Source: an optimization exercise on an open RTL-to-GDS flow (aim: small area, a short achievable clock period and few clock cycles per item). Production flows keep margins and buffers that such runs may drop. The RTL was checked by simulation tests, not by an equivalence proof against the original design.

<file path="flow/flow/run.sh">
#!/bin/bash
set -euo pipefail
args=""
while IFS= read -r line; do
  [[ -z "$line" || "$line" == \#* ]] && continue
  args="$args '$line'"
done < flow/extra.txt
grep -q 'SETUP_SLACK_MARGIN=' standard.sh || true
sed "s/SETUP_SLACK_MARGIN=[-0-9.]* //; s|\"\${@:-finish}\"|$args \"\${@:-finish}\"|" standard.sh > standard_extra.sh
bash standard_extra.sh > flow.log 2>&1
</file>
<file path="flow/flow/extra.txt">
SETUP_SLACK_MARGIN=6.0
BUFFER_PORTS_ARGS=-buffer_cell sky130_fd_sc_hd__buf_2
</file>
<file path="flow/standard.sh">
#!/bin/bash
# synth_recipe.tcl (not shown) runs the flow's synth.tcl, then flattens the netlist and writes it again
# the make line also repeats each setting of config.mk as NAME=value (left out here)
make -C /OpenROAD-flow-scripts/flow DESIGN_CONFIG=/design/flow/config.mk WORK_HOME=/design/flow/orfs CLKGATE_MAP_FILE= SYNTH_SCRIPT=/design/flow/synth_recipe.tcl "${@:-finish}"
</file>
<file path="flow/config.mk">
export PLATFORM = sky130hd
export DESIGN_NAME = aes256_enc
export DESIGN_NICKNAME = aes256_enc
export VERILOG_FILES = /design/flow/design.v
export SDC_FILE = /design/flow/constraint.sdc
export NUM_CORES = 4
export LEC_CHECK = 0
export CAP_MARGIN = 20
export CELL_PAD_IN_SITES_DETAIL_PLACEMENT = 1
export CELL_PAD_IN_SITES_GLOBAL_PLACEMENT = 1
export CORE_MARGIN = 2
export CORE_UTILIZATION = 45
export PLACE_DENSITY = 0.55
export SETUP_SLACK_MARGIN = 5
export SLEW_MARGIN = 20
export SYNTH_HIERARCHICAL = 1
export SYNTH_MINIMUM_KEEP_SIZE = 0
</file>
<file path="flow/constraint.sdc">
create_clock -name core_clock -period 9.0 [get_ports {clk}]
set_input_delay 1.8000 -clock core_clock [delete_from_list [all_inputs] [get_ports {clk}]]
set_output_delay 1.8000 -clock core_clock [all_outputs]
set_load 0.01 [all_outputs]
</file>
<file path="flow/design.v">
module aes_sbox_p1 (input wire [7:0] u, output wire [21:0] h);
  wire U0 = u[7], U1 = u[6], U2 = u[5], U3 = u[4], U4 = u[3], U5 = u[2], U6 = u[1], U7 = u[0];
  wire T1, T2, T3, T4, T5, T6, T7, T8, T9, T10, T11, T12, T13, T14, T15, T16, T17, T18, T19, T20, T21, T22, T23, T24, T25, T26, T27, M1, M2, M3, M4, M5, M6, M7, M8, M9, M10, M11, M12, M13, M14, M15, M16, M17, M18, M19, M20, M21, M22, M23, M24, M25, M26, M27, M28, M29, M30, M31, M32, M33, M34, M35, M36, M37, M38, M39, M40;
  g_xor2 g0 (.a(U0), .b(U3), .y(T1));
  g_xor2 g1 (.a(U0), .b(U5), .y(T2));
  g_xor2 g2 (.a(U0), .b(U6), .y(T3));
  g_xor2 g3 (.a(U3), .b(U5), .y(T4));
  g_xor2 g4 (.a(U4), .b(U6), .y(T5));
  g_xor2 g5 (.a(T1), .b(T5), .y(T6));
  g_xor2 g6 (.a(U1), .b(U2), .y(T7));
  g_xor2 g7 (.a(U7), .b(T6), .y(T8));
  g_xor2 g8 (.a(U7), .b(T7), .y(T9));
  g_xor2 g9 (.a(T6), .b(T7), .y(T10));
  g_xor2 g10 (.a(U1), .b(U5), .y(T11));
  g_xor2 g11 (.a(U2), .b(U5), .y(T12));
  g_xor2 g12 (.a(T3), .b(T4), .y(T13));
  g_xor2 g13 (.a(T6), .b(T11), .y(T14));
  g_xor2 g14 (.a(T5), .b(T11), .y(T15));
  g_xor2 g15 (.a(T5), .b(T12), .y(T16));
  g_xor2 g16 (.a(T9), .b(T16), .y(T17));
  g_xor2 g17 (.a(U3), .b(U7), .y(T18));
  g_xor2 g18 (.a(T7), .b(T18), .y(T19));
  g_xor2 g19 (.a(T1), .b(T19), .y(T20));
  g_xor2 g20 (.a(U6), .b(U7), .y(T21));
  g_xor2 g21 (.a(T7), .b(T21), .y(T22));
  g_xor2 g22 (.a(T2), .b(T22), .y(T23));
  g_xor2 g23 (.a(T2), .b(T10), .y(T24));
  g_xor2 g24 (.a(T20), .b(T17), .y(T25));
  g_xor2 g25 (.a(T3), .b(T16), .y(T26));
  g_xor2 g26 (.a(T1), .b(T12), .y(T27));
  g_nand2 g27 (.a(T13), .b(T6), .y(M1));
  g_nand2 g28 (.a(T23), .b(T8), .y(M2));
  g_xnor2 g29 (.a(T14), .b(M1), .y(M3));
  g_nand2 g30 (.a(T19), .b(U7), .y(M4));
  g_xor2 g31 (.a(M4), .b(M1), .y(M5));
  g_nand2 g32 (.a(T3), .b(T16), .y(M6));
  g_nand2 g33 (.a(T22), .b(T9), .y(M7));
  g_xnor2 g34 (.a(T26), .b(M6), .y(M8));
  g_nand2 g35 (.a(T20), .b(T17), .y(M9));
  g_xor2 g36 (.a(M9), .b(M6), .y(M10));
  g_nand2 g37 (.a(T1), .b(T15), .y(M11));
  g_nand2 g38 (.a(T4), .b(T27), .y(M12));
  g_xor2 g39 (.a(M12), .b(M11), .y(M13));
  g_nand2 g40 (.a(T2), .b(T10), .y(M14));
  g_xor2 g41 (.a(M14), .b(M11), .y(M15));
  g_xnor2 g42 (.a(M3), .b(M2), .y(M16));
  g_xor2 g43 (.a(M5), .b(T24), .y(M17));
  g_xnor2 g44 (.a(M8), .b(M7), .y(M18));
  g_xor2 g45 (.a(M10), .b(M15), .y(M19));
  g_xor2 g46 (.a(M16), .b(M13), .y(M20));
  g_xor2 g47 (.a(M17), .b(M15), .y(M21));
  g_xor2 g48 (.a(M18), .b(M13), .y(M22));
  g_xor2 g49 (.a(M19), .b(T25), .y(M23));
  g_xnor2 g50 (.a(M22), .b(M23), .y(M24));
  g_nand2 g51 (.a(M22), .b(M20), .y(M25));
  g_xor2 g52 (.a(M21), .b(M25), .y(M26));
  g_xnor2 g53 (.a(M20), .b(M21), .y(M27));
  g_xor2 g54 (.a(M23), .b(M25), .y(M28));
  g_nor2 g55 (.a(M28), .b(M27), .y(M29));
  g_nor2 g56 (.a(M26), .b(M24), .y(M30));
  g_nand2 g57 (.a(M20), .b(M23), .y(M31));
  g_nor2 g58 (.a(M27), .b(M31), .y(M32));
  g_xor2 g59 (.a(M27), .b(M25), .y(M33));
  g_nand2 g60 (.a(M21), .b(M22), .y(M34));
  g_nor2 g61 (.a(M24), .b(M34), .y(M35));
  g_xor2 g62 (.a(M24), .b(M25), .y(M36));
  g_xor2 g63 (.a(M21), .b(M29), .y(M37));
  g_xor2 g64 (.a(M32), .b(M33), .y(M38));
  g_xor2 g65 (.a(M23), .b(M30), .y(M39));
  g_xor2 g66 (.a(M35), .b(M36), .y(M40));
  assign h = {M37, M38, M39, M40, U7, T1, T2, T3, T4, T6, T8, T9, T10, T13, T15, T16, T17, T19, T20, T22, T23, T27};
endmodule
module aes_sbox_p2 (input wire [21:0] h, output wire [7:0] y);
  wire M37, M38, M39, M40, U7, T1, T2, T3, T4, T6, T8, T9, T10, T13, T15, T16, T17, T19, T20, T22, T23, T27;
  assign {M37, M38, M39, M40, U7, T1, T2, T3, T4, T6, T8, T9, T10, T13, T15, T16, T17, T19, T20, T22, T23, T27} = h;
  wire M41, M42, M43, M44, M45, M46, M47, M48, M49, M50, M51, M52, M53, M54, M55, M56, M57, M58, M59, M60, M61, M62, M63, L0, L1, L2, L3, L4, L5, L6, L7, L8, L9, L10, L11, L12, L13, L14, L15, L16, L17, L18, L19, L20, L21, L22, L23, L24, L25, L26, L27, L28, L29, S0, S1, S2, S3, S4, S5, S6, S7;
  g_xor2 g0 (.a(M38), .b(M40), .y(M41));
  g_xor2 g1 (.a(M37), .b(M39), .y(M42));
  g_xor2 g2 (.a(M37), .b(M38), .y(M43));
  g_xor2 g3 (.a(M39), .b(M40), .y(M44));
  g_xor2 g4 (.a(M42), .b(M41), .y(M45));
  g_nand2 g5 (.a(M44), .b(T6), .y(M46));
  g_nand2 g6 (.a(M40), .b(T8), .y(M47));
  g_nand2 g7 (.a(M39), .b(U7), .y(M48));
  g_nand2 g8 (.a(M43), .b(T16), .y(M49));
  g_nand2 g9 (.a(M38), .b(T9), .y(M50));
  g_nand2 g10 (.a(M37), .b(T17), .y(M51));
  g_nand2 g11 (.a(M42), .b(T15), .y(M52));
  g_nand2 g12 (.a(M45), .b(T27), .y(M53));
  g_nand2 g13 (.a(M41), .b(T10), .y(M54));
  g_nand2 g14 (.a(M44), .b(T13), .y(M55));
  g_nand2 g15 (.a(M40), .b(T23), .y(M56));
  g_nand2 g16 (.a(M39), .b(T19), .y(M57));
  g_nand2 g17 (.a(M43), .b(T3), .y(M58));
  g_nand2 g18 (.a(M38), .b(T22), .y(M59));
  g_nand2 g19 (.a(M37), .b(T20), .y(M60));
  g_nand2 g20 (.a(M42), .b(T1), .y(M61));
  g_nand2 g21 (.a(M45), .b(T4), .y(M62));
  g_nand2 g22 (.a(M41), .b(T2), .y(M63));
  g_xor2 g23 (.a(M61), .b(M62), .y(L0));
  g_xor2 g24 (.a(M50), .b(M56), .y(L1));
  g_xor2 g25 (.a(M46), .b(M48), .y(L2));
  g_xor2 g26 (.a(M47), .b(M55), .y(L3));
  g_xor2 g27 (.a(M54), .b(M58), .y(L4));
  g_xor2 g28 (.a(M49), .b(M61), .y(L5));
  g_xnor2 g29 (.a(M62), .b(L5), .y(L6));
  g_xnor2 g30 (.a(M46), .b(L3), .y(L7));
  g_xor2 g31 (.a(M51), .b(M59), .y(L8));
  g_xor2 g32 (.a(M52), .b(M53), .y(L9));
  g_xnor2 g33 (.a(M53), .b(L4), .y(L10));
  g_xnor2 g34 (.a(M60), .b(L2), .y(L11));
  g_xor2 g35 (.a(M48), .b(M51), .y(L12));
  g_xnor2 g36 (.a(M50), .b(L0), .y(L13));
  g_xor2 g37 (.a(M52), .b(M61), .y(L14));
  g_xnor2 g38 (.a(M55), .b(L1), .y(L15));
  g_xnor2 g39 (.a(M56), .b(L0), .y(L16));
  g_xnor2 g40 (.a(M57), .b(L1), .y(L17));
  g_xnor2 g41 (.a(M58), .b(L8), .y(L18));
  g_xnor2 g42 (.a(M63), .b(L4), .y(L19));
  g_xor2 g43 (.a(L0), .b(L1), .y(L20));
  g_xor2 g44 (.a(L1), .b(L7), .y(L21));
  g_xor2 g45 (.a(L3), .b(L12), .y(L22));
  g_xor2 g46 (.a(L18), .b(L2), .y(L23));
  g_xor2 g47 (.a(L15), .b(L9), .y(L24));
  g_xor2 g48 (.a(L6), .b(L10), .y(L25));
  g_xor2 g49 (.a(L7), .b(L9), .y(L26));
  g_xor2 g50 (.a(L8), .b(L10), .y(L27));
  g_xor2 g51 (.a(L11), .b(L14), .y(L28));
  g_xor2 g52 (.a(L11), .b(L17), .y(L29));
  g_xor2 g53 (.a(L6), .b(L24), .y(S0));
  g_xnor2 g54 (.a(L16), .b(L26), .y(S1));
  g_xnor2 g55 (.a(L19), .b(L28), .y(S2));
  g_xor2 g56 (.a(L6), .b(L21), .y(S3));
  g_xor2 g57 (.a(L20), .b(L22), .y(S4));
  g_xor2 g58 (.a(L25), .b(L29), .y(S5));
  g_xnor2 g59 (.a(L13), .b(L27), .y(S6));
  g_xnor2 g60 (.a(L6), .b(L23), .y(S7));
  assign y = {S0, S1, S2, S3, S4, S5, S6, S7};
endmodule
module aes_sbox_p1n (input wire [7:0] u, output wire [21:0] h);
  wire U0 = u[7], U1 = u[6], U2 = u[5], U3 = u[4], U4 = u[3], U5 = u[2], U6 = u[1], U7 = u[0];
  wire T1, T2, T3, T4, T5, T6, T7, T8, T9, T10, T11, T12, T13, T14, T15, T16, T17, T18, T19, T20, T21, T22, T23, T24, T25, T26, T27, M1, M2, M3, M4, M5, M6, M7, M8, M9, M10, M11, M12, M13, M14, M15, M16, M17, M18, M19, M20, M21, M22, M23, M24, M25, M26, M27, M28, M29, M30, M31, M32, M33, M34, M35, M36, M37, M38, M39, M40;
  g_xor2 g0 (.a(U0), .b(U3), .y(T1));
  g_xor2 g1 (.a(U0), .b(U5), .y(T2));
  g_xor2 g2 (.a(U0), .b(U6), .y(T3));
  g_xor2 g3 (.a(U3), .b(U5), .y(T4));
  g_xor2 g4 (.a(U4), .b(U6), .y(T5));
  g_xor2 g5 (.a(T1), .b(T5), .y(T6));
  g_xor2 g6 (.a(U1), .b(U2), .y(T7));
  g_xnor2 g7 (.a(U7), .b(T6), .y(T8));
  g_xnor2 g8 (.a(U7), .b(T7), .y(T9));
  g_xor2 g9 (.a(T6), .b(T7), .y(T10));
  g_xor2 g10 (.a(U1), .b(U5), .y(T11));
  g_xor2 g11 (.a(U2), .b(U5), .y(T12));
  g_xor2 g12 (.a(T3), .b(T4), .y(T13));
  g_xor2 g13 (.a(T6), .b(T11), .y(T14));
  g_xor2 g14 (.a(T5), .b(T11), .y(T15));
  g_xor2 g15 (.a(T5), .b(T12), .y(T16));
  g_xor2 g16 (.a(T9), .b(T16), .y(T17));
  g_xor2 g17 (.a(U3), .b(U7), .y(T18));
  g_xnor2 g18 (.a(T7), .b(T18), .y(T19));
  g_xnor2 g19 (.a(T1), .b(T19), .y(T20));
  g_xor2 g20 (.a(U6), .b(U7), .y(T21));
  g_xor2 g21 (.a(T7), .b(T21), .y(T22));
  g_xor2 g22 (.a(T2), .b(T22), .y(T23));
  g_xor2 g23 (.a(T2), .b(T10), .y(T24));
  g_xor2 g24 (.a(T20), .b(T17), .y(T25));
  g_xor2 g25 (.a(T3), .b(T16), .y(T26));
  g_xor2 g26 (.a(T1), .b(T12), .y(T27));
  g_nand2 g27 (.a(T13), .b(T6), .y(M1));
  g_nand2 g28 (.a(T23), .b(T8), .y(M2));
  g_xnor2 g29 (.a(T14), .b(M1), .y(M3));
  g_nor2 g30 (.a(T19), .b(U7), .y(M4));
  g_xnor2 g31 (.a(M4), .b(M1), .y(M5));
  g_nand2 g32 (.a(T3), .b(T16), .y(M6));
  g_nand2 g33 (.a(T22), .b(T9), .y(M7));
  g_xnor2 g34 (.a(T26), .b(M6), .y(M8));
  g_nand2 g35 (.a(T20), .b(T17), .y(M9));
  g_xor2 g36 (.a(M9), .b(M6), .y(M10));
  g_nand2 g37 (.a(T1), .b(T15), .y(M11));
  g_nand2 g38 (.a(T4), .b(T27), .y(M12));
  g_xor2 g39 (.a(M12), .b(M11), .y(M13));
  g_nand2 g40 (.a(T2), .b(T10), .y(M14));
  g_xor2 g41 (.a(M14), .b(M11), .y(M15));
  g_xnor2 g42 (.a(M3), .b(M2), .y(M16));
  g_xor2 g43 (.a(M5), .b(T24), .y(M17));
  g_xnor2 g44 (.a(M8), .b(M7), .y(M18));
  g_xor2 g45 (.a(M10), .b(M15), .y(M19));
  g_xor2 g46 (.a(M16), .b(M13), .y(M20));
  g_xor2 g47 (.a(M17), .b(M15), .y(M21));
  g_xor2 g48 (.a(M18), .b(M13), .y(M22));
  g_xor2 g49 (.a(M19), .b(T25), .y(M23));
  g_xnor2 g50 (.a(M22), .b(M23), .y(M24));
  g_nand2 g51 (.a(M22), .b(M20), .y(M25));
  g_xor2 g52 (.a(M21), .b(M25), .y(M26));
  g_xnor2 g53 (.a(M20), .b(M21), .y(M27));
  g_xor2 g54 (.a(M23), .b(M25), .y(M28));
  g_nor2 g55 (.a(M28), .b(M27), .y(M29));
  g_nor2 g56 (.a(M26), .b(M24), .y(M30));
  g_nand2 g57 (.a(M20), .b(M23), .y(M31));
  g_nor2 g58 (.a(M27), .b(M31), .y(M32));
  g_xor2 g59 (.a(M27), .b(M25), .y(M33));
  g_nand2 g60 (.a(M21), .b(M22), .y(M34));
  g_nor2 g61 (.a(M24), .b(M34), .y(M35));
  g_xor2 g62 (.a(M24), .b(M25), .y(M36));
  g_xor2 g63 (.a(M21), .b(M29), .y(M37));
  g_xor2 g64 (.a(M32), .b(M33), .y(M38));
  g_xnor2 g65 (.a(M23), .b(M30), .y(M39));
  g_xor2 g66 (.a(M35), .b(M36), .y(M40));
  assign h = {M37, M38, M39, M40, U7, T1, T2, T3, T4, T6, T8, T9, T10, T13, T15, T16, T17, T19, T20, T22, T23, T27};
endmodule
module aes_sbox_p2n (input wire [21:0] h, output wire [7:0] y);
  wire M37, M38, M39, M40, U7, T1, T2, T3, T4, T6, T8, T9, T10, T13, T15, T16, T17, T19, T20, T22, T23, T27;
  assign {M37, M38, M39, M40, U7, T1, T2, T3, T4, T6, T8, T9, T10, T13, T15, T16, T17, T19, T20, T22, T23, T27} = h;
  wire M41, M42, M43, M44, M45, M46, M47, M48, M49, M50, M51, M52, M53, M54, M55, M56, M57, M58, M59, M60, M61, M62, M63, L0, L1, L2, L3, L4, L5, L6, L7, L8, L9, L10, L11, L12, L13, L14, L15, L16, L17, L18, L19, L20, L21, L22, L23, L24, L25, L26, L27, L28, L29, S0, S1, S2, S3, S4, S5, S6, S7;
  g_xor2 g0 (.a(M38), .b(M40), .y(M41));
  g_xnor2 g1 (.a(M37), .b(M39), .y(M42));
  g_xor2 g2 (.a(M37), .b(M38), .y(M43));
  g_xnor2 g3 (.a(M39), .b(M40), .y(M44));
  g_xor2 g4 (.a(M42), .b(M41), .y(M45));
  g_nand2 g5 (.a(M44), .b(T6), .y(M46));
  g_nand2 g6 (.a(M40), .b(T8), .y(M47));
  g_nor2 g7 (.a(M39), .b(U7), .y(M48));
  g_nand2 g8 (.a(M43), .b(T16), .y(M49));
  g_nand2 g9 (.a(M38), .b(T9), .y(M50));
  g_nand2 g10 (.a(M37), .b(T17), .y(M51));
  g_nand2 g11 (.a(M42), .b(T15), .y(M52));
  g_nand2 g12 (.a(M45), .b(T27), .y(M53));
  g_nand2 g13 (.a(M41), .b(T10), .y(M54));
  g_nand2 g14 (.a(M44), .b(T13), .y(M55));
  g_nand2 g15 (.a(M40), .b(T23), .y(M56));
  g_nor2 g16 (.a(M39), .b(T19), .y(M57));
  g_nand2 g17 (.a(M43), .b(T3), .y(M58));
  g_nand2 g18 (.a(M38), .b(T22), .y(M59));
  g_nand2 g19 (.a(M37), .b(T20), .y(M60));
  g_nand2 g20 (.a(M42), .b(T1), .y(M61));
  g_nand2 g21 (.a(M45), .b(T4), .y(M62));
  g_nand2 g22 (.a(M41), .b(T2), .y(M63));
  g_xor2 g23 (.a(M61), .b(M62), .y(L0));
  g_xor2 g24 (.a(M50), .b(M56), .y(L1));
  g_xnor2 g25 (.a(M46), .b(M48), .y(L2));
  g_xor2 g26 (.a(M47), .b(M55), .y(L3));
  g_xor2 g27 (.a(M54), .b(M58), .y(L4));
  g_xor2 g28 (.a(M49), .b(M61), .y(L5));
  g_xnor2 g29 (.a(M62), .b(L5), .y(L6));
  g_xnor2 g30 (.a(M46), .b(L3), .y(L7));
  g_xor2 g31 (.a(M51), .b(M59), .y(L8));
  g_xor2 g32 (.a(M52), .b(M53), .y(L9));
  g_xnor2 g33 (.a(M53), .b(L4), .y(L10));
  g_xnor2 g34 (.a(M60), .b(L2), .y(L11));
  g_xnor2 g35 (.a(M48), .b(M51), .y(L12));
  g_xnor2 g36 (.a(M50), .b(L0), .y(L13));
  g_xor2 g37 (.a(M52), .b(M61), .y(L14));
  g_xnor2 g38 (.a(M55), .b(L1), .y(L15));
  g_xnor2 g39 (.a(M56), .b(L0), .y(L16));
  g_xor2 g40 (.a(M57), .b(L1), .y(L17));
  g_xnor2 g41 (.a(M58), .b(L8), .y(L18));
  g_xnor2 g42 (.a(M63), .b(L4), .y(L19));
  g_xor2 g43 (.a(L0), .b(L1), .y(L20));
  g_xor2 g44 (.a(L1), .b(L7), .y(L21));
  g_xor2 g45 (.a(L3), .b(L12), .y(L22));
  g_xor2 g46 (.a(L18), .b(L2), .y(L23));
  g_xor2 g47 (.a(L15), .b(L9), .y(L24));
  g_xor2 g48 (.a(L6), .b(L10), .y(L25));
  g_xor2 g49 (.a(L7), .b(L9), .y(L26));
  g_xor2 g50 (.a(L8), .b(L10), .y(L27));
  g_xor2 g51 (.a(L11), .b(L14), .y(L28));
  g_xor2 g52 (.a(L11), .b(L17), .y(L29));
  g_xor2 g53 (.a(L6), .b(L24), .y(S0));
  g_xnor2 g54 (.a(L16), .b(L26), .y(S1));
  g_xnor2 g55 (.a(L19), .b(L28), .y(S2));
  g_xor2 g56 (.a(L6), .b(L21), .y(S3));
  g_xor2 g57 (.a(L20), .b(L22), .y(S4));
  g_xor2 g58 (.a(L25), .b(L29), .y(S5));
  g_xnor2 g59 (.a(L13), .b(L27), .y(S6));
  g_xnor2 g60 (.a(L6), .b(L23), .y(S7));
  assign y = {S0, S1, S2, S3, S4, S5, S6, S7};
endmodule
module g_xor2 (input wire a, input wire b, output wire y);
  assign y = a ^ b;
endmodule
module g_xnor2 (input wire a, input wire b, output wire y);
  assign y = ~(a ^ b);
endmodule
module g_nand2 (input wire a, input wire b, output wire y);
  assign y = ~(a & b);
endmodule
module g_nor2 (input wire a, input wire b, output wire y);
  assign y = ~(a | b);
endmodule
module g_mux2 (input wire a, input wire b, input wire s, output wire y);
  assign y = s ? b : a;
endmodule
module g_mux2i (input wire a, input wire b, input wire s, output wire y);
  assign y = ~(s ? b : a);
endmodule
module aes_mixcol (
    input  wire [31:0] a,
    input  wire [31:0] rk,
    output wire [31:0] y
);
  wire [7:0] kb [0:3];
  wire [7:0] ak [0:3];    
  wire [7:0] ab [0:3];
  wire [7:0] t  [0:3];    
  wire [7:0] u  [0:3];    
  genvar k, b;
  generate
    for (k = 0; k < 4; k = k + 1) begin : g_col
      assign ab[k] = a[31-8*k -: 8];
      assign kb[k] = rk[31-8*k -: 8];
    end
    for (k = 0; k < 4; k = k + 1) begin : g_byte
      wire [2:0] xr;
      for (b = 0; b < 8; b = b + 1) begin : g_bit
        g_xor2 x_t (.a(ab[k][b]), .b(ab[(k+1)%4][b]), .y(t[k][b]));
      end
      for (b = 0; b < 8; b = b + 1) begin : g_bit2
        g_xor2 x_k (.a(ab[(k+1)%4][b]), .b(kb[k][b]), .y(ak[k][b]));
        g_xor2 x_u (.a(ak[k][b]), .b(t[(k+2)%4][b]), .y(u[k][b]));
      end
      g_xor2 x_r1 (.a(t[k][0]), .b(t[k][7]), .y(xr[0]));
      g_xor2 x_r3 (.a(t[k][2]), .b(t[k][7]), .y(xr[1]));
      g_xor2 x_r4 (.a(t[k][3]), .b(t[k][7]), .y(xr[2]));
      g_xor2 x_y0 (.a(u[k][0]), .b(t[k][7]), .y(y[31-8*k-7]));
      g_xor2 x_y1 (.a(u[k][1]), .b(xr[0]),   .y(y[31-8*k-6]));
      g_xor2 x_y2 (.a(u[k][2]), .b(t[k][1]), .y(y[31-8*k-5]));
      g_xor2 x_y3 (.a(u[k][3]), .b(xr[1]),   .y(y[31-8*k-4]));
      g_xor2 x_y4 (.a(u[k][4]), .b(xr[2]),   .y(y[31-8*k-3]));
      g_xor2 x_y5 (.a(u[k][5]), .b(t[k][4]), .y(y[31-8*k-2]));
      g_xor2 x_y6 (.a(u[k][6]), .b(t[k][5]), .y(y[31-8*k-1]));
      g_xor2 x_y7 (.a(u[k][7]), .b(t[k][6]), .y(y[31-8*k-0]));
    end
  endgenerate
endmodule
module vec_xor #(parameter W = 8) (
    input  wire [W-1:0] a,
    input  wire [W-1:0] b,
    output wire [W-1:0] y
);
  genvar i;
  generate
    for (i = 0; i < W; i = i + 1) begin : g
      g_xor2 x (.a(a[i]), .b(b[i]), .y(y[i]));
    end
  endgenerate
endmodule
module vec_xnor #(parameter W = 8) (
    input  wire [W-1:0] a,
    input  wire [W-1:0] b,
    output wire [W-1:0] y
);
  genvar i;
  generate
    for (i = 0; i < W; i = i + 1) begin : g
      g_xnor2 x (.a(a[i]), .b(b[i]), .y(y[i]));
    end
  endgenerate
endmodule
module vec_muxi #(parameter W = 8) (
    input  wire [W-1:0] a,
    input  wire [W-1:0] b,
    input  wire         s,
    output wire [W-1:0] y
);
  genvar i;
  generate
    for (i = 0; i < W; i = i + 1) begin : g
      g_mux2i m (.a(a[i]), .b(b[i]), .s(s), .y(y[i]));
    end
  endgenerate
endmodule
module vec_mux #(parameter W = 8) (
    input  wire [W-1:0] a,
    input  wire [W-1:0] b,
    input  wire         s,
    output wire [W-1:0] y
);
  genvar i;
  generate
    for (i = 0; i < W; i = i + 1) begin : g
      g_mux2 m (.a(a[i]), .b(b[i]), .s(s), .y(y[i]));
    end
  endgenerate
endmodule
module aes_key_step (
    input  wire [255:0] window,
    input  wire [31:0]  sub,
    input  wire [3:0]   round,
    output wire [255:0] next_window
);
  wire        rot = round[0];
  wire [7:0]  rcon;
  wire [31:0] temp;
  wire [31:0] w0, w1, w2, w3;
  wire [31:0] x0r, x01r, x23;    
  genvar k;
  generate
    for (k = 0; k < 7; k = k + 1) begin : g_rcon
      assign rcon[k] = rot & (round[3:1] == k);
    end
  endgenerate
  assign rcon[7] = 1'b0;
  vec_mux #(32) u_rot (.a(sub), .b({sub[23:0], sub[31:24]}), .s(rot), .y(temp));
  vec_xor  #(8)  u_x0r  (.a(window[255:248]), .b(rcon), .y(x0r[31:24]));
  assign x0r[23:0] = window[247:224];
  vec_xor  #(32) u_x01r (.a(x0r), .b(window[223:192]), .y(x01r));
  vec_xor  #(32) u_x23  (.a(window[191:160]), .b(window[159:128]), .y(x23));
  vec_xnor #(32) u_w0 (.a(x0r),  .b(temp), .y(w0));
  vec_xor  #(32) u_w1 (.a(x01r), .b(temp), .y(w1));
  vec_xnor #(32) u_w2 (.a(window[191:160]), .b(w1), .y(w2));
  vec_xor  #(32) u_w3 (.a(x23),  .b(w1), .y(w3));
  assign next_window = {window[127:0], w0, w1, w2, w3};
endmodule
module aes256_enc (
    input  wire         clk,
    input  wire         rst,
    input  wire         in_valid,
    output wire         in_ready,
    input  wire [255:0] in_key,
    input  wire [127:0] in_block,
    output wire         out_valid,
    output wire [127:0] out_block
);
  localparam HW = 22;         
  reg [127:0]    a_state;
  reg [255:0]    a_key;
  reg            a_valid;
  reg  [3:0]     a_round;
  reg            a_last;
  reg [16*HW-1:0] b_h;
  reg [4*HW-1:0]  b_kh;
  reg [255:0]    b_key;
  reg            b_valid;
  reg  [3:0]     b_round;
  reg [127:0]    out_q;
  reg            out_valid_q;
  reg            in_ready_q;    
  reg            load_q;        
  wire [16*HW-1:0] h;
  wire [4*HW-1:0]  kh;
  genvar i;
  generate
    for (i = 0; i < 16; i = i + 1) begin : g_s1
      aes_sbox_p1n u_p1 (.u(a_state[127-8*i -: 8]), .h(h[16*HW-1-HW*i -: HW]));
    end
    for (i = 0; i < 4; i = i + 1) begin : g_k1
      aes_sbox_p1 u_p1 (.u(a_key[31-8*i -: 8]), .h(kh[4*HW-1-HW*i -: HW]));
    end
  endgenerate
  wire [7:0]   sb [0:15];
  wire [127:0] shifted;
  wire [127:0] mixed;
  wire [127:0] result;
  wire [31:0]  ksub;
  wire [255:0] key_next;
  generate
    for (i = 0; i < 16; i = i + 1) begin : g_s2
      aes_sbox_p2n u_p2 (.h(b_h[16*HW-1-HW*i -: HW]), .y(sb[i]));
      assign shifted[127-8*i -: 8] = sb[(i + 4 * (i % 4)) % 16];
    end
    for (i = 0; i < 4; i = i + 1) begin : g_k2
      aes_sbox_p2 u_p2 (.h(b_kh[4*HW-1-HW*i -: HW]), .y(ksub[31-8*i -: 8]));
      aes_mixcol u_mc (.a(shifted[127-32*i -: 32]), .rk(b_key[127-32*i -: 32]),
                       .y(mixed[127-32*i -: 32]));
    end
  endgenerate
  vec_xor #(128) u_final (.a(shifted), .b(b_key[127:0]), .y(result));
  aes_key_step u_key_step (
      .window     (b_key),
      .sub        (ksub),
      .round      (b_round),
      .next_window(key_next)
  );
  wire [127:0] first;
  vec_xor #(128) u_first (.a(in_block), .b(in_key[255:128]), .y(first));
  wire [127:0] a_state_d;
  wire [255:0] a_key_d;
  vec_muxi #(128) u_mux_s  (.a(mixed), .b(first), .s(load_q), .y(a_state_d));
  vec_muxi #(128) u_mux_kh (.a(key_next[255:128]), .b(in_key[255:128]), .s(load_q),
                            .y(a_key_d[255:128]));
  vec_mux  #(128) u_mux_kl (.a(key_next[127:0]), .b(in_key[127:0]), .s(load_q),
                            .y(a_key_d[127:0]));
  assign in_ready  = in_ready_q;
  assign out_valid = out_valid_q;
  assign out_block = out_q;
  always @(posedge clk) begin
    b_h     <= h;
    b_kh    <= kh;
    b_key   <= a_key;
    b_round <= a_round;
    a_state <= a_state_d;
    a_key   <= a_key_d;
    a_round <= load_q ? 4'd1 : b_round + 4'd1;
    a_last  <= !load_q && (b_round == 4'd13);
    out_q   <= result;
    if (rst) begin
      a_valid     <= 1'b0;
      b_valid     <= 1'b0;
      out_valid_q <= 1'b0;
      in_ready_q  <= 1'b1;
      load_q      <= 1'b1;
    end else begin
      a_valid     <= load_q ? in_valid : b_valid;
      b_valid     <= a_valid;
      out_valid_q <= b_valid && (b_round == 4'd14);
      in_ready_q  <= !a_valid || (a_round == 4'd14);
      load_q      <= !a_valid || a_last;
    end
  end
endmodule
</file>
==> out/results.tsv, run 1 <==
stage	metric	value	unit
timing	finalHoldViolCount	0	
synthesis	yosysWarnings	8	
timing	fin_skew	0.02702	ns
clock_network	path_clk_slew	0.06	ns
drt	wl_per_cell	25.47	um
timing	setup_violations	0	
global_route	antenna_found_initial	10	
timing	tns	0	ns
final_layout	area_delta_synth_final	31.27	%
clock_network	max-clock-path-buffers	3	
clock_network	numCtsBuffers	140	
final_layout	fin_cells	8364	
clock_network	insertion_delay	0.78	ns
synthesis	synth_area_leaders	dfxtp_1 39%, xor2_1 32%, buf_4 8.7%	
timing	timing.final.crit_period	3.117	ns
placement	dp.cells	7670	
timing	slew_headroom	28.90	%
worst_setup_path	worst-setup-path-type	reg -> reg	
global_route	grt_first_pass_wirelength	287900	um
worst_setup_path	cp_max_fo	3	
floorplan	fp.dieW	378.4	um
clock_network	htree_num_levels	4	
final_layout	drive_gt1_share	41.01	%
worst_setup_path	worstSetupStartpointType	register	
clock_network	cts.sinks	1222	
clock_network	cts_tree	done	
worst_setup_path	cp-end-kind	register	
global_route	grt-ovfl-total	0	
synthesis	syn_avg_cell_area	10.56	sq um
drt	firstDrtPassIters	7	
run_status	status	no timing/DRC/antenna violations	
placement	dp_hpwl	164000	um
floorplan	core.rowCount	137	
timing	fmax	320.8	MHz
global_route	track_usage	28.25	%
hold_path	hold_class	reg -> reg	
drt	viasPerCell	4.607	
placement	portBuffers	516	
clock_network	clockRootBuffer	clkbuf_16	
placement	place_ws	4.564	ns
drt	drt-initial-drc-count	1789	
timing	worst_slack	5.883	ns
global_route	grt_util_met2	49.19	%
floorplan	core-area	0.1394	sq mm
synthesis	synth.cell_area	0.06306	sq mm
worst_setup_path	cp.required	9.60	ns
timing	hold_slack	0.3158	ns
global_route	grt_pass1_vias	40740	
synthesis	synth_top_area_share	38.79	%
synthesis	ys_seq_area_share	38.79	%
global_route	top_usage_layer	met2	
worst_setup_path	crit_arrival	3.72	ns
drt	route.detailed.drc	0	
hold_path	hold_depth	0	
synthesis	synth_top_area_cell	dfxtp_1	
global_route	grt_max_degree	95	
run	max_cap_violations	0	
floorplan	initial_core_util	45.25	%
global_route	use_met3	3.365	%
timing	finalMaxSlewViolations	0	
floorplan	top_level_ports	517	
timing	worstMarginPinSlew	1.066	ns
drt	wl	213100	um
synthesis	syn_inst	5972	
synthesis	syn-num-nets	6362	
drt	vias	38540	
worst_setup_path	ff2ff_path_depth	11	
synthesis	synth-seq-cells	1222	
timing	fin_crit_sh	34.64	%
timing	rsz0062_at_grt	yes	
final_layout	finalNetCount	6762	
clock_network	cts_hold_buffers	0	
floorplan	die_area	0.1431	sq mm
synthesis	synth.distinct_cells	19	
floorplan	die_h	378.4	um
drt	antenna_left	0	
global_route	grt_use_met1	36.99	%
placement	routabilityCongestion	0.8969	
==> synthesized netlist by cell type <==
library cell,n
and4b_2,4
and4bb_2,3
nor2_1,133
nor4b_2,1
nand2_1,553
ha_1,3
mux2_4,161
nand4b_1,1
buf_4,728
xnor2_1,609
inv_1,2
mux2i_1,257
nand4_1,1
nand3_2,1
nor2b_1,2
dfxtp_1,1222
xor2_1,2288
conb_1,1
nand2b_1,2
==> Yosys stat by module (local to each module, per instance), a selection <==
module | area, sq um | flops+latches
g_nand2 | 3.754 | 0
g_xnor2 | 8.758 | 0
aes_sbox_p1n | 165.2 | 0
aes_sbox_p2 | 60.06 | 0
g_nor2 | 3.754 | 0
g_mux2 | 15.01 | 0
g_mux2i | 10.01 | 0
aes_sbox_p2n | 60.06 | 0
aes256_enc | 24630 | 1222
aes_key_step | 1051 | 0
g_xor2 | 8.758 | 0
==> layout make-up <==
| cell class | count | area (sq um) |
|---|---|---|
| antenna | 4 | 10.01 |
| clock buffer | 203 | 4170 |
| clock inverter | 51 | 603.1 |
| fill | 13980 | 56580 |
| inverter | 2 | 7.507 |
| multi-input combinational | 4020 | 43400 |
| sequential | 1222 | 24900 |
| tap | 1876 | 2347 |
| timing repair buffer | 986 | 7342 |
==> timing repair <==
| action | in CTS | in global routing |
|---|---|---|
| pin swaps | 142 | 298 |
| setup buffers | 216 | 220 |
| resized for setup | 811 | 895 |
| endpoints found under the setup margin | 432 | 409 |
| cloned | 0 | 0 |
==> layout by cell type (no fill, tap or decap), types with 13 or more instances in the layout <==
cell          n
xor2_1     1568
dfxtp_1     951
xor2_2      502
nand2_1     488
buf_2       427
xnor2_1     400
buf_4       396
mux2i_1     244
dfxtp_2     233
xor2_4      218
xnor2_2     163
mux2_4      161
clkbuf_16   148
nor2_1      133
buf_6       117
nand2_2      52
xnor2_4      46
buf_12       45
dfxtp_4      38
clkbuf_1     29
clkbuf_8     27
clkinv_2     19
nand2_4      13
==> sequential cells by signal (all words and copies together), names as in the netlist <==
register,count
a_key,256
a_last,1
a_round,4
a_state,128
a_valid,1
b_h,352
b_key,256
b_kh,88
b_round,4
b_valid,1
in_ready_q,1
load_q,1
out_q,128
out_valid_q,1
==> metrics by stage <==
stage          cell area, sq um  util (%)
6_report                  82780     59.40
3_3_place_gp              62820     45.08
5_1_grt                   82770     59.39
4_1_cts                   75220     53.97
2_1_floorplan             63070         -
3_5_place_dp              62880     45.12
==> critical path: stages (launching register included) <==
cell     delay [ns]
dfxtp_4        0.37
xnor2_4        0.26
xor2_2         0.22
nand2_2        0.18
xor2_4         0.26
xor2_2         0.21
xor2_2         0.18
buf_4          0.19
xor2_4         0.22
xor2_4         0.29
xor2_4         0.14
mux2i_4        0.41
==> metal layers <==
layer | wire, um | vias up | share of wire [%]
li1 | - | 18070 | -
met1 | 92590 | 19450 | 43
met2 | 107100 | 755 | 50
met3 | 7054 | 255 | 3.3
met4 | 6298 | 0 | 3.0
met5 | 0 | - | 0
==> path summary, 6_finish.rpt <==
path,start,end,slack [ns]
setup / recovery,b_h[241],a_state[116],5.88
hold / removal,a_key[237],b_key[237],0.32
setup reg to reg,b_h[241],a_state[116],5.88
hold reg to reg,a_key[237],b_key[237],0.32
==> logic make-up after synthesis <==
group	count (synthesis)	synth area share, %
fa+ha+maj	3	0.05953
flops	1222	38.79
buf+inv	730	8.678
other cells	1	0.005946
simple gates	701	4.317
mux	418	7.912
xor+xnor	2897	40.23
Testbench counts, summed over its fixed seeds: cycles 14,360, blocks 1,024.
==> inputs of run 2 (changes only) <==
--- a/flow/design.v
+++ b/flow/design.v
@@ -1,3 +1,3 @@
-module aes_sbox_p1 (input wire [7:0] u, output wire [21:0] h);
+module aes_sbox_p1d (input wire [7:0] u, output wire [11:0] h);
   wire U0 = u[7], U1 = u[6], U2 = u[5], U3 = u[4], U4 = u[3], U5 = u[2], U6 = u[1], U7 = u[0];
   wire T1, T2, T3, T4, T5, T6, T7, T8, T9, T10, T11, T12, T13, T14, T15, T16, T17, T18, T19, T20, T21, T22, T23, T24, T25, T26, T27, M1, M2, M3, M4, M5, M6, M7, M8, M9, M10, M11, M12, M13, M14, M15, M16, M17, M18, M19, M20, M21, M22, M23, M24, M25, M26, M27, M28, M29, M30, M31, M32, M33, M34, M35, M36, M37, M38, M39, M40;
@@ -69,10 +69,21 @@
   g_xor2 g65 (.a(M23), .b(M30), .y(M39));
   g_xor2 g66 (.a(M35), .b(M36), .y(M40));
-  assign h = {M37, M38, M39, M40, U7, T1, T2, T3, T4, T6, T8, T9, T10, T13, T15, T16, T17, T19, T20, T22, T23, T27};
+  assign h = {M37, M38, M39, M40, T3, T6, T8, T9, T16, T19, T20, T23};
 endmodule
-module aes_sbox_p2 (input wire [21:0] h, output wire [7:0] y);
-  wire M37, M38, M39, M40, U7, T1, T2, T3, T4, T6, T8, T9, T10, T13, T15, T16, T17, T19, T20, T22, T23, T27;
-  assign {M37, M38, M39, M40, U7, T1, T2, T3, T4, T6, T8, T9, T10, T13, T15, T16, T17, T19, T20, T22, T23, T27} = h;
+module aes_sbox_p2d (input wire [11:0] h, output wire [7:0] y);
+  wire M37, M38, M39, M40, T3, T6, T8, T9, T16, T19, T20, T23;
+  assign {M37, M38, M39, M40, T3, T6, T8, T9, T16, T19, T20, T23} = h;
+  wire U7, T17, T10, T13, T22, T1, T15, T27, T4, T2;
   wire M41, M42, M43, M44, M45, M46, M47, M48, M49, M50, M51, M52, M53, M54, M55, M56, M57, M58, M59, M60, M61, M62, M63, L0, L1, L2, L3, L4, L5, L6, L7, L8, L9, L10, L11, L12, L13, L14, L15, L16, L17, L18, L19, L20, L21, L22, L23, L24, L25, L26, L27, L28, L29, S0, S1, S2, S3, S4, S5, S6, S7;
+  g_xor2 r0 (.a(T6), .b(T8), .y(U7));
+  g_xor2 r1 (.a(T9), .b(T16), .y(T17));
+  g_xor2 r2 (.a(T9), .b(T8), .y(T10));
+  g_xor2 r3 (.a(T23), .b(T19), .y(T13));
+  g_xor2 r4 (.a(T20), .b(T3), .y(T22));
+  g_xor2 r5 (.a(T20), .b(T19), .y(T1));
+  g_xor2 r6 (.a(U7), .b(T17), .y(T15));
+  g_xor2 r7 (.a(T6), .b(T16), .y(T27));
+  g_xor2 r8 (.a(T3), .b(T13), .y(T4));
+  g_xor2 r9 (.a(T23), .b(T22), .y(T2));
   g_xor2 g0 (.a(M38), .b(M40), .y(M41));
   g_xor2 g1 (.a(M37), .b(M39), .y(M42));
@@ -138,5 +149,5 @@
   assign y = {S0, S1, S2, S3, S4, S5, S6, S7};
 endmodule
-module aes_sbox_p1n (input wire [7:0] u, output wire [21:0] h);
+module aes_sbox_p1k (input wire [7:0] u, output wire [8:0] h);
   wire U0 = u[7], U1 = u[6], U2 = u[5], U3 = u[4], U4 = u[3], U5 = u[2], U6 = u[1], U7 = u[0];
   wire T1, T2, T3, T4, T5, T6, T7, T8, T9, T10, T11, T12, T13, T14, T15, T16, T17, T18, T19, T20, T21, T22, T23, T24, T25, T26, T27, M1, M2, M3, M4, M5, M6, M7, M8, M9, M10, M11, M12, M13, M14, M15, M16, M17, M18, M19, M20, M21, M22, M23, M24, M25, M26, M27, M28, M29, M30, M31, M32, M33, M34, M35, M36, M37, M38, M39, M40;
@@ -148,6 +159,6 @@
   g_xor2 g5 (.a(T1), .b(T5), .y(T6));
   g_xor2 g6 (.a(U1), .b(U2), .y(T7));
-  g_xnor2 g7 (.a(U7), .b(T6), .y(T8));
-  g_xnor2 g8 (.a(U7), .b(T7), .y(T9));
+  g_xor2 g7 (.a(U7), .b(T6), .y(T8));
+  g_xor2 g8 (.a(U7), .b(T7), .y(T9));
   g_xor2 g9 (.a(T6), .b(T7), .y(T10));
   g_xor2 g10 (.a(U1), .b(U5), .y(T11));
@@ -159,6 +170,6 @@
   g_xor2 g16 (.a(T9), .b(T16), .y(T17));
   g_xor2 g17 (.a(U3), .b(U7), .y(T18));
-  g_xnor2 g18 (.a(T7), .b(T18), .y(T19));
-  g_xnor2 g19 (.a(T1), .b(T19), .y(T20));
+  g_xor2 g18 (.a(T7), .b(T18), .y(T19));
+  g_xor2 g19 (.a(T1), .b(T19), .y(T20));
   g_xor2 g20 (.a(U6), .b(U7), .y(T21));
   g_xor2 g21 (.a(T7), .b(T21), .y(T22));
@@ -171,6 +182,6 @@
   g_nand2 g28 (.a(T23), .b(T8), .y(M2));
   g_xnor2 g29 (.a(T14), .b(M1), .y(M3));
-  g_nor2 g30 (.a(T19), .b(U7), .y(M4));
-  g_xnor2 g31 (.a(M4), .b(M1), .y(M5));
+  g_nand2 g30 (.a(T19), .b(U7), .y(M4));
+  g_xor2 g31 (.a(M4), .b(M1), .y(M5));
   g_nand2 g32 (.a(T3), .b(T16), .y(M6));
   g_nand2 g33 (.a(T22), .b(T9), .y(M7));
@@ -206,20 +217,34 @@
   g_xor2 g63 (.a(M21), .b(M29), .y(M37));
   g_xor2 g64 (.a(M32), .b(M33), .y(M38));
-  g_xnor2 g65 (.a(M23), .b(M30), .y(M39));
+  g_xor2 g65 (.a(M23), .b(M30), .y(M39));
   g_xor2 g66 (.a(M35), .b(M36), .y(M40));
-  assign h = {M37, M38, M39, M40, U7, T1, T2, T3, T4, T6, T8, T9, T10, T13, T15, T16, T17, T19, T20, T22, T23, T27};
+  assign h = {M37, M38, M39, M40, T8, T9, T13, T17, T19};
 endmodule
-module aes_sbox_p2n (input wire [21:0] h, output wire [7:0] y);
-  wire M37, M38, M39, M40, U7, T1, T2, T3, T4, T6, T8, T9, T10, T13, T15, T16, T17, T19, T20, T22, T23, T27;
-  assign {M37, M38, M39, M40, U7, T1, T2, T3, T4, T6, T8, T9, T10, T13, T15, T16, T17, T19, T20, T22, T23, T27} = h;
+module aes_sbox_p2k (input wire [7:0] u, input wire [8:0] h, output wire [7:0] y);
+  wire U0 = u[7], U1 = u[6], U2 = u[5], U3 = u[4], U4 = u[3], U5 = u[2], U6 = u[1], U7 = u[0];
+  wire M37, M38, M39, M40, T8, T9, T13, T17, T19;
+  assign {M37, M38, M39, M40, T8, T9, T13, T17, T19} = h;
+  wire T6, T16, T10, T23, T3, T22, T1, T15, T27, T20, T4, T2;
   wire M41, M42, M43, M44, M45, M46, M47, M48, M49, M50, M51, M52, M53, M54, M55, M56, M57, M58, M59, M60, M61, M62, M63, L0, L1, L2, L3, L4, L5, L6, L7, L8, L9, L10, L11, L12, L13, L14, L15, L16, L17, L18, L19, L20, L21, L22, L23, L24, L25, L26, L27, L28, L29, S0, S1, S2, S3, S4, S5, S6, S7;
+  g_xor2 r0 (.a(T8), .b(U7), .y(T6));
+  g_xor2 r1 (.a(T9), .b(T17), .y(T16));
+  g_xor2 r2 (.a(T8), .b(T9), .y(T10));
+  g_xor2 r3 (.a(T13), .b(T19), .y(T23));
+  g_xor2 r4 (.a(U0), .b(U6), .y(T3));
+  g_xor2 r5 (.a(T9), .b(U6), .y(T22));
+  g_xor2 r6 (.a(U0), .b(U3), .y(T1));
+  g_xor2 r7 (.a(T17), .b(U7), .y(T15));
+  g_xor2 r8 (.a(T6), .b(T16), .y(T27));
+  g_xor2 r9 (.a(T9), .b(U0), .y(T20));
+  g_xor2 r10 (.a(T13), .b(T3), .y(T4));
+  g_xor2 r11 (.a(U0), .b(U5), .y(T2));
   g_xor2 g0 (.a(M38), .b(M40), .y(M41));
-  g_xnor2 g1 (.a(M37), .b(M39), .y(M42));
+  g_xor2 g1 (.a(M37), .b(M39), .y(M42));
   g_xor2 g2 (.a(M37), .b(M38), .y(M43));
-  g_xnor2 g3 (.a(M39), .b(M40), .y(M44));
+  g_xor2 g3 (.a(M39), .b(M40), .y(M44));
   g_xor2 g4 (.a(M42), .b(M41), .y(M45));
   g_nand2 g5 (.a(M44), .b(T6), .y(M46));
   g_nand2 g6 (.a(M40), .b(T8), .y(M47));
-  g_nor2 g7 (.a(M39), .b(U7), .y(M48));
+  g_nand2 g7 (.a(M39), .b(U7), .y(M48));
   g_nand2 g8 (.a(M43), .b(T16), .y(M49));
   g_nand2 g9 (.a(M38), .b(T9), .y(M50));
@@ -230,5 +255,5 @@
   g_nand2 g14 (.a(M44), .b(T13), .y(M55));
   g_nand2 g15 (.a(M40), .b(T23), .y(M56));
-  g_nor2 g16 (.a(M39), .b(T19), .y(M57));
+  g_nand2 g16 (.a(M39), .b(T19), .y(M57));
   g_nand2 g17 (.a(M43), .b(T3), .y(M58));
   g_nand2 g18 (.a(M38), .b(T22), .y(M59));
@@ -239,5 +264,5 @@
   g_xor2 g23 (.a(M61), .b(M62), .y(L0));
   g_xor2 g24 (.a(M50), .b(M56), .y(L1));
-  g_xnor2 g25 (.a(M46), .b(M48), .y(L2));
+  g_xor2 g25 (.a(M46), .b(M48), .y(L2));
   g_xor2 g26 (.a(M47), .b(M55), .y(L3));
   g_xor2 g27 (.a(M54), .b(M58), .y(L4));
@@ -249,10 +274,10 @@
   g_xnor2 g33 (.a(M53), .b(L4), .y(L10));
   g_xnor2 g34 (.a(M60), .b(L2), .y(L11));
-  g_xnor2 g35 (.a(M48), .b(M51), .y(L12));
+  g_xor2 g35 (.a(M48), .b(M51), .y(L12));
   g_xnor2 g36 (.a(M50), .b(L0), .y(L13));
   g_xor2 g37 (.a(M52), .b(M61), .y(L14));
   g_xnor2 g38 (.a(M55), .b(L1), .y(L15));
   g_xnor2 g39 (.a(M56), .b(L0), .y(L16));
-  g_xor2 g40 (.a(M57), .b(L1), .y(L17));
+  g_xnor2 g40 (.a(M57), .b(L1), .y(L17));
   g_xnor2 g41 (.a(M58), .b(L8), .y(L18));
   g_xnor2 g42 (.a(M63), .b(L4), .y(L19));
@@ -289,9 +314,6 @@
   assign y = ~(a | b);
 endmodule
-module g_mux2 (input wire a, input wire b, input wire s, output wire y);
-  assign y = s ? b : a;
-endmodule
-module g_mux2i (input wire a, input wire b, input wire s, output wire y);
-  assign y = ~(s ? b : a);
+module g_mux2 (input wire a, input wire b, input wire s, input wire sn, output wire y);
+  assign y = (a & sn) | (b & s);
 endmodule
 module aes_mixcol (
@@ -346,33 +368,9 @@
   endgenerate
 endmodule
-module vec_xnor #(parameter W = 8) (
-    input  wire [W-1:0] a,
-    input  wire [W-1:0] b,
-    output wire [W-1:0] y
-);
-  genvar i;
-  generate
-    for (i = 0; i < W; i = i + 1) begin : g
-      g_xnor2 x (.a(a[i]), .b(b[i]), .y(y[i]));
-    end
-  endgenerate
-endmodule
-module vec_muxi #(parameter W = 8) (
-    input  wire [W-1:0] a,
-    input  wire [W-1:0] b,
-    input  wire         s,
-    output wire [W-1:0] y
-);
-  genvar i;
-  generate
-    for (i = 0; i < W; i = i + 1) begin : g
-      g_mux2i m (.a(a[i]), .b(b[i]), .s(s), .y(y[i]));
-    end
-  endgenerate
-endmodule
 module vec_mux #(parameter W = 8) (
     input  wire [W-1:0] a,
     input  wire [W-1:0] b,
     input  wire         s,
+    input  wire         sn,
     output wire [W-1:0] y
 );
@@ -380,5 +378,5 @@
   generate
     for (i = 0; i < W; i = i + 1) begin : g
-      g_mux2 m (.a(a[i]), .b(b[i]), .s(s), .y(y[i]));
+      g_mux2 m (.a(a[i]), .b(b[i]), .s(s), .sn(sn), .y(y[i]));
     end
   endgenerate
@@ -394,5 +392,5 @@
   wire [31:0] temp;
   wire [31:0] w0, w1, w2, w3;
-  wire [31:0] x0r, x01r, x23;    
+  wire [31:0] x0r, x01r, x23;
   genvar k;
   generate
@@ -402,13 +400,14 @@
   endgenerate
   assign rcon[7] = 1'b0;
-  vec_mux #(32) u_rot (.a(sub), .b({sub[23:0], sub[31:24]}), .s(rot), .y(temp));
-  vec_xor  #(8)  u_x0r  (.a(window[255:248]), .b(rcon), .y(x0r[31:24]));
+  vec_mux #(32) u_rot (.a(sub), .b({sub[23:0], sub[31:24]}), .s(rot), .sn(~rot),
+                      .y(temp));
+  vec_xor #(8)  u_x0r  (.a(window[255:248]), .b(rcon), .y(x0r[31:24]));
   assign x0r[23:0] = window[247:224];
-  vec_xor  #(32) u_x01r (.a(x0r), .b(window[223:192]), .y(x01r));
-  vec_xor  #(32) u_x23  (.a(window[191:160]), .b(window[159:128]), .y(x23));
-  vec_xnor #(32) u_w0 (.a(x0r),  .b(temp), .y(w0));
-  vec_xor  #(32) u_w1 (.a(x01r), .b(temp), .y(w1));
-  vec_xnor #(32) u_w2 (.a(window[191:160]), .b(w1), .y(w2));
-  vec_xor  #(32) u_w3 (.a(x23),  .b(w1), .y(w3));
+  vec_xor #(32) u_x01r (.a(x0r), .b(window[223:192]), .y(x01r));
+  vec_xor #(32) u_x23  (.a(window[191:160]), .b(window[159:128]), .y(x23));
+  vec_xor #(32) u_w0 (.a(x0r),  .b(temp), .y(w0));
+  vec_xor #(32) u_w1 (.a(x01r), .b(temp), .y(w1));
+  vec_xor #(32) u_w2 (.a(window[191:160]), .b(w1), .y(w2));
+  vec_xor #(32) u_w3 (.a(x23),  .b(w1), .y(w3));
   assign next_window = {window[127:0], w0, w1, w2, w3};
 endmodule
@@ -423,5 +422,6 @@
     output wire [127:0] out_block
 );
-  localparam HW = 22;         
+  localparam HW = 12;         
+  localparam KW = 9;          
   reg [127:0]    a_state;
   reg [255:0]    a_key;
@@ -430,5 +430,5 @@
   reg            a_last;
   reg [16*HW-1:0] b_h;
-  reg [4*HW-1:0]  b_kh;
+  reg [4*KW-1:0]  b_kh;
   reg [255:0]    b_key;
   reg            b_valid;
@@ -438,13 +438,14 @@
   reg            in_ready_q;    
   reg            load_q;        
+  reg            load_nq;       
   wire [16*HW-1:0] h;
-  wire [4*HW-1:0]  kh;
+  wire [4*KW-1:0]  kh;
   genvar i;
   generate
     for (i = 0; i < 16; i = i + 1) begin : g_s1
-      aes_sbox_p1n u_p1 (.u(a_state[127-8*i -: 8]), .h(h[16*HW-1-HW*i -: HW]));
+      aes_sbox_p1d u_p1 (.u(a_state[127-8*i -: 8]), .h(h[16*HW-1-HW*i -: HW]));
     end
     for (i = 0; i < 4; i = i + 1) begin : g_k1
-      aes_sbox_p1 u_p1 (.u(a_key[31-8*i -: 8]), .h(kh[4*HW-1-HW*i -: HW]));
+      aes_sbox_p1k u_p1 (.u(a_key[31-8*i -: 8]), .h(kh[4*KW-1-KW*i -: KW]));
     end
   endgenerate
@@ -457,9 +458,10 @@
   generate
     for (i = 0; i < 16; i = i + 1) begin : g_s2
-      aes_sbox_p2n u_p2 (.h(b_h[16*HW-1-HW*i -: HW]), .y(sb[i]));
+      aes_sbox_p2d u_p2 (.h(b_h[16*HW-1-HW*i -: HW]), .y(sb[i]));
       assign shifted[127-8*i -: 8] = sb[(i + 4 * (i % 4)) % 16];
     end
     for (i = 0; i < 4; i = i + 1) begin : g_k2
-      aes_sbox_p2 u_p2 (.h(b_kh[4*HW-1-HW*i -: HW]), .y(ksub[31-8*i -: 8]));
+      aes_sbox_p2k u_p2 (.u(b_key[31-8*i -: 8]), .h(b_kh[4*KW-1-KW*i -: KW]),
+                         .y(ksub[31-8*i -: 8]));
       aes_mixcol u_mc (.a(shifted[127-32*i -: 32]), .rk(b_key[127-32*i -: 32]),
                        .y(mixed[127-32*i -: 32]));
@@ -477,9 +479,8 @@
   wire [127:0] a_state_d;
   wire [255:0] a_key_d;
-  vec_muxi #(128) u_mux_s  (.a(mixed), .b(first), .s(load_q), .y(a_state_d));
-  vec_muxi #(128) u_mux_kh (.a(key_next[255:128]), .b(in_key[255:128]), .s(load_q),
-                            .y(a_key_d[255:128]));
-  vec_mux  #(128) u_mux_kl (.a(key_next[127:0]), .b(in_key[127:0]), .s(load_q),
-                            .y(a_key_d[127:0]));
+  vec_mux #(128) u_mux_s (.a(mixed),    .b(first),  .s(load_q), .sn(load_nq),
+                          .y(a_state_d));
+  vec_mux #(256) u_mux_k (.a(key_next), .b(in_key), .s(load_q), .sn(load_nq),
+                          .y(a_key_d));
   assign in_ready  = in_ready_q;
   assign out_valid = out_valid_q;
@@ -501,4 +502,5 @@
       in_ready_q  <= 1'b1;
       load_q      <= 1'b1;
+      load_nq     <= 1'b0;
     end else begin
       a_valid     <= load_q ? in_valid : b_valid;
@@ -507,4 +509,5 @@
       in_ready_q  <= !a_valid || (a_round == 4'd14);
       load_q      <= !a_valid || a_last;
+      load_nq     <= a_valid && !a_last;
     end
   end
==> flow/flow/extra.txt (replaced) <==
SETUP_SLACK_MARGIN=5.6
BUFFER_PORTS_ARGS=-buffer_cell sky130_fd_sc_hd__buf_2
==> out/results.tsv, run 2 <==
stage	metric	value	unit	change
drt	viasPerCell	4.906		+6.5%
synthesis	synth_most_common_cell	xor2_1		
synthesis	synth.cell_area	0.05776	sq mm	-8.4%
timing	setup_violations	0		unchanged
final_layout	final_cell_mix	2,508 x xor2_1, 994 x dfxtp_1, 601 x nand2_1		
final_layout	reg_top3	a_key (256), b_key (256), b_h (192)		
final_layout	fin_area	0.06646	sq mm	-20%
clock_network	max-clock-path-buffers	3		unchanged
placement	dp_hpwl	157600	um	-3.9%
timing	timing.final.crit_period	3.458	ns	+0.3406 ns
worst_setup_path	worstSetupStartpointType	register		
clock_network	cts.sinks	1011		-17%
drt	firstDrtPassIters	5		-2
global_route	track_usage	28.76	%	+0.51 points
global_route	grt-ovfl-total	0		unchanged
hold_path	hold_class	reg -> reg		
synthesis	syn_avg_cell_area	10.03	sq um	-5.0%
timing	finalMaxSlewViolations	0		unchanged
synthesis	syn-num-nets	6149		-3.3%
timing	tns	0	ns	unchanged
global_route	grt_max_degree	153		+61%
final_layout	fin_cells	7772		-7.1%
drt	antenna_left	0		unchanged
drt	route.detailed.drc	0		unchanged
drt	wl_per_cell	25.13	um	-1.3%
clock_network	numCtsBuffers	112		-20%
floorplan	die_h	362.3	um	-4.3%
run_status	status	no timing/DRC/antenna violations		
floorplan	fp.dieW	362.3	um	-4.3%
placement	dpl_cell_area	0.05886	sq mm	-6.4%
drt	drt-initial-drc-count	2098		+17%
clock_network	cts_tree	done		
synthesis	synth_top_area_cell	xor2_1		
clock_network	path_clk_slew	0.07	ns	about the same
clock_network	cts_hold_buffers	0		unchanged
hold_path	worstHoldStart	a_key[88]		
hold_path	min_to	b_key[88]		
worst_setup_path	worst-setup-path-type	reg -> reg		
synthesis	synthArstFlopShare	0	%	unchanged
synthesis	synthTopCellsByCount	2,704 x xor2_1, 1,011 x dfxtp_1, 601 x nand2_1, 516 x buf_4, 416 x a22o_1		
final_layout	final_common_cell	xor2_1		
worst_setup_path	cp-end-kind	register		
drt	wl	195300	um	-8.3%
clock_network	insertion_delay	0.74	ns	-0.04 ns
worst_setup_path	r2r-end	a_state[35]		
timing	fmax	289.2	MHz	-9.8%
worst_setup_path	ff2ff_path_depth	11		unchanged
floorplan	core-area	0.1275	sq mm	-8.5%
synthesis	synth_flop_cell	dfxtp_1		
timing	slew_headroom	30.91	%	+2.0 points
hold_path	hold_depth	0		unchanged
synthesis	syn_inst	5759		-3.6%
placement	portBuffers	516		unchanged
synthesis	synth-seq-cells	1011		-17%
worst_setup_path	r2r_start	b_h[105]		
timing	fin_skew	0.03255	ns	+0.005537 ns
placement	dp.cells	7446		-2.9%
drt	vias	38130		-1.1%
worst_setup_path	cp.required	9.67	ns	+0.07 ns
clock_network	clockRootBuffer	clkbuf_16		
run	max_cap_violations	0		unchanged
worst_setup_path	cp_max_fo	4		+1
floorplan	die_area	0.1312	sq mm	-8.3%
synthesis	synth_area_leaders	xor2_1 41%, dfxtp_1 35%, buf_4 6.7%		
final_layout	finalNetCount	6402		-5.3%
synthesis	yosysWarnings	8		unchanged
placement	routabilityCongestion	0.8950		-0.21%
final_layout	area_delta_synth_final	15.06	%	
synthesis	synth_top_area_share	41.00	%	+2.2 points
worst_setup_path	crit_arrival	4.13	ns	+0.41 ns
final_layout	drive_gt1_share	18.83	%	-22 points
timing	worstMarginPinSlew	1.036	ns	-0.03022 ns
timing	rsz0062_at_grt	yes		
global_route	antenna_found_initial	13		+3
synthesis	synth.distinct_cells	20		+1
floorplan	top_level_ports	517		unchanged
timing	finalHoldViolCount	0		unchanged
clock_network	htree_num_levels	3		-1
synthesis	ys_seq_area_share	35.04	%	-3.8 points
global_route	grt_first_pass_wirelength	274900	um	-4.5%
floorplan	initial_core_util	45.29	%	about the same
timing	fin_crit_sh	38.42	%	+3.8 points
floorplan	core.rowCount	131		-4.4%
global_route	grt_pass1_vias	40240		-1.2%
worst_setup_path	timing.reg2reg.setup_slack	5.54	ns	-0.34 ns
synthesis	synth_edf_count	0		unchanged
[run 2: cell count changes after synthesis, sizes merged]
cell   before   now
nor2      133    85
mux2i     257     1
xor2     2288  2704
xnor2     609   401
nand2     553   601
a22o        0   416
buf       728   516
inv         2     3
nor2b       2     3
mux2      161     1
dfxtp    1222  1011
[run 2: cell type report]
class | count | area, sq um
Tap cell | 1662 | 2079
Fill cell | 13930 | 61060
Inverter | 3 | 11.26
Clock buffer | 150 | 3146
Multi-Input combinational cell | 4229 | 36320
Antenna cell | 3 | 7.507
Sequential cell | 1011 | 20270
Clock inverter | 59 | 767.0
Timing Repair Buffer | 655 | 3851
[run 2: metrics by stage]
stage	utilization [%]	hold slack, ns	worst slack, ns
after floorplan	-	0.3096	6.127
after CTS	50.18	0.3186	5.559
final	52.11	0.3175	5.542
after global placement	46.09	0.3095	4.650
after detailed placement	46.16	0.3132	4.598
after global routing	52.11	0.3230	5.447
[run 2: Yosys stat by module, one instance, submodules excluded, excerpt]
| module | flip-flops and latches | cells inside | cell area, sq um |
|---|---|---|---|
| aes256_enc | 1011 | 1034 | 20410 |
| aes_key_step | 0 | 137 | 1055 |
| aes_sbox_p1d | 0 | 12 | 90.09 |
| aes_sbox_p1k | 0 | 9 | 67.56 |
| aes_sbox_p2d | 0 | 8 | 60.06 |
| aes_sbox_p2k | 0 | 8 | 60.06 |
| g_mux2 | 0 | 1 | 8.758 |
| g_xnor2 | 0 | 1 | 8.758 |
| g_xor2 | 0 | 1 | 8.758 |
| g_nand2 | 0 | 1 | 3.754 |
| g_nor2 | 0 | 1 | 3.754 |
[run 2: cell families (layout without fill, tap and decap cells)]
family | after synthesis | after routing | synth area share, %
xor+xnor | 3105 | 3105 | 47.08
flops | 1011 | 1011 | 35.04
simple gates | 702 | 702 | 4.725
buf+inv | 519 | 867 | 6.726
compound gates | 416 | 416 | 6.308
fa+ha+maj | 3 | 3 | 0.06500
mux | 2 | 2 | 0.04332
other cells | 1 | 4 | 0.006493
[run 2: critical path, cell delays in order (launching register included)]
cell     delay, ns
dfxtp_1       0.43
xor2_1        0.31
nand2_1       0.21
xor2_1        0.39
xnor2_4       0.23
xor2_1        0.27
xor2_2        0.15
buf_4         0.17
xor2_1        0.30
xor2_1        0.34
xor2_2        0.38
a22o_1        0.22
[run 2: worst max-delay path by stage]
| stage | start | to | depth (start not counted) |
|---|---|---|---|
| floorplan | a_state[71] | b_h[104] | 11 |
| CTS | b_h[44] | a_state[25] | 10 |
| global route | b_h[94] | a_state[35] | 10 |
| global placement | b_key[31] | a_key[56] | 9 |
| finish | b_h[105] | a_state[35] | 11 |
| detailed placement | b_key[31] | a_key[34] | 10 |
[run 2: layer usage]
layer | wire [um] | share of wire (%) | up-vias | GRT usage (%)
met4 | 5606 | 2.9 | 12 | 8.038
li1 | - | - | 18160 | -
met3 | 8248 | 4.2 | 210 | 3.351
met5 | 83 | 0.042 | - | 0
met2 | 95610 | 49 | 912 | 50.29
met1 | 85800 | 44 | 18840 | 37.25
[run 2: what timing repair did]
action,4_1_cts,5_1_grt
setup endpoints to repair,180,226
resized for setup,138,203
setup buffers,14,100
pin swaps,7,50
gates cloned,0,0
Testbench counts of run 2, summed over its fixed seeds: cycles 14,360, blocks 1,024.

==> static timing again, ports no longer ideal <==
The flow's constraints put no driver on any port. The routed layouts listed below were extracted and timed again, unchanged, in two steps.
Step 1 sets driving cells, clkbuf_16 on the clock port and buf_2 on the other inputs (assumed; they add their load-dependent delay and slew).
Step 2 times the ports against the registers' clock, not the clock port: input delays grow and output delays shrink by t, the midpoint of the rising clock arrivals with the driver on.
Three values: ideal ports, drivers, drivers and shift; two values: the first two.
run	t, ns	slack for setup (ns)	worst setup path after step 2	slew at the worst register clock pin (ns)	worst slew at a driven data input, ns
run 1	0.846	5.883 / 5.857 / 5.883	register to register	0.06 / 0.06	0.16
run 2	0.807	5.542 / 5.542 / 5.542	register to register	0.07 / 0.07	0.14
After both steps every run listed still meets setup and hold.
